Context: an optimization exercise on an open-source flow, tuned for small area, a short achievable clock period and few clock cycles per item. The choices shown serve that exercise and are no tape-out recipe. In this exercise RTL edits were held to simulation tests only and were not proved equivalent to the original.

sierra:
Design tally_unit, start of the top module:
module tally_unit (
    input  wire        clk,
    input  wire        rst,
    input  wire        in_valid,
    output wire        in_ready,
    input  wire [7:0]  in_j,
    input  wire [63:0] in_crc_old,
    input  wire [63:0] in_old,
    input  wire [63:0] in_new,
    output wire        out_valid,
    input  wire        out_ready,
    output reg  [63:0] out_crc
);
==> flow/config.mk <==
export PLATFORM = sky130hd
export DESIGN_NAME = tally_unit
export DESIGN_NICKNAME = tally_unit
export VERILOG_FILES = /design/flow/design.v
export SDC_FILE = /design/flow/constraint.sdc
export NUM_CORES = 4
export LEC_CHECK = 0
export CAP_MARGIN = 20
export CORE_MARGIN = 2
export CORE_UTILIZATION = 28
export PLACE_DENSITY = 0.45
export SLEW_MARGIN = 20
export SYNTH_MEMORY_MAX_BITS = 16384
==> flow/constraint.sdc <==
create_clock -name core_clock -period 12.0 [get_ports {clk}]
set_input_delay 2.4000 -clock core_clock [delete_from_list [all_inputs] [get_ports {clk}]]
set_output_delay 2.4000 -clock core_clock [all_outputs]
set_load 0.01 [all_outputs]
standard.sh (not shown) runs the stock make flow with config.mk's settings and CLKGATE_MAP_FILE= SYNTH_SCRIPT=/design/flow/synth_recipe.tcl, a recipe that flattens the netlist after the stock synthesis.
==> flow/flow/run.sh <==
#!/bin/bash
# The standard layout (the design's SDC unchanged), with two changes to how
# it is made: timing repair aims 8.5 ns below the clock period, and the port
# buffers are buf_1 cells.
set -euo pipefail
bash standard.sh "BUFFER_PORTS_ARGS=-buffer_cell sky130_fd_sc_hd__buf_1" SETUP_SLACK_MARGIN=8.5 finish > make_finish.log 2>&1
Status: sierra FAILED at global routing (tool error)
Testbench counts of sierra, summed over its fixed seeds: cycles 19,280, items 2,400.
> inputs changed (sierra -> quartz)
Settings: a change of PLACE_DENSITY from 0.45 to 0.42; a change of CORE_UTILIZATION from 28 to 26; a change of CAP_MARGIN from 20 to 30; a change of SLEW_MARGIN from 20 to 30.
==> flow/flow/run.sh <==
#!/bin/bash
# The standard layout (the design's SDC unchanged), with two changes to how
# it is made: timing repair aims 8 ns below the clock period, and the port
# buffers are buf_1 cells.
set -euo pipefail
bash standard.sh "BUFFER_PORTS_ARGS=-buffer_cell sky130_fd_sc_hd__buf_1" SETUP_SLACK_MARGIN=8 finish > make_finish.log 2>&1
Results
- quartz completed end to end with timing, DRC and antenna clean.
- Against sierra, quartz reports a total instance count after detailed placement that is higher.
- Relative to sierra, the die extent in x measured on quartz has increased by a few percent.
- | area of placed instances | quartz vs sierra | about 1.2% higher |
- From sierra to quartz the numbers moved as follows: number of buffers created by CTS +2, cell row count shows an increase of about 3.3%, number of setup buffers added after CTS went down, global placement routability congestion moved down.
Inputs modified between quartz and amber:
Settings: swapping 30 for 20 in SLEW_MARGIN; swapping 0.42 for 0.4 in PLACE_DENSITY; swapping 26 for 24 in CORE_UTILIZATION; swapping 30 for 20 in CAP_MARGIN.
==> flow/flow/run.sh <==
#!/bin/bash
# The standard layout (the design's SDC unchanged), with two changes to how
# it is made: timing repair aims 8.5 ns below the clock period, and the port
# buffers are buf_1 cells.
set -euo pipefail
bash standard.sh "BUFFER_PORTS_ARGS=-buffer_cell sky130_fd_sc_hd__buf_1" SETUP_SLACK_MARGIN=8.5 finish > make_finish.log 2>&1
==> notes.md <==
Number of stages on the worst setup path, amber and quartz: smaller value in amber. Diff amber and quartz: synthesis-to-layout area growth lower in quartz. quartz vs amber, end point of the critical path: s_q[4] vs s_q[7]. [amber] clock period minus worst slack fell 0.38 ns relative to quartz. Overall die width (amber vs. quartz) increases by a few percent. Between quartz and amber, the met1 track utilization from global routing does not differ in any meaningful way. In amber the worst hold slack after final layout turned out 0.0049 ns higher than in quartz. Summary of amber over quartz: data arrival time of the worst path shrank by 0.40 ns, fraction of the cycle the final worst path needs decreased by 3.1 points relative to the old numbers.

[re-timing with driven ports]
No port has a modelled driver above. Below, the same layouts with a new extraction and two added sets of constraints.
Step 1: set_driving_cell puts a clkbuf_16 on clk and a buf_2 on each other input, an assumption about the parent block.
Step 2 moves the port delays by t, midway between the first and last clock arrival at a register: inputs arrive t later, outputs are due t later. That takes back most of the time a late clock gives input paths.
Slacks: ideal ports / drivers / drivers and shift; pairs: ideal ports / drivers.
run	t, ns	setup slack, ns	clock arrival spread, ns
quartz	0.719	7.487 / 7.487 / 7.487	0.056 / 0.056
amber	0.736	7.864 / 7.864 / 7.864	0.071 / 0.071
After both steps setup and hold are still met in every run listed.
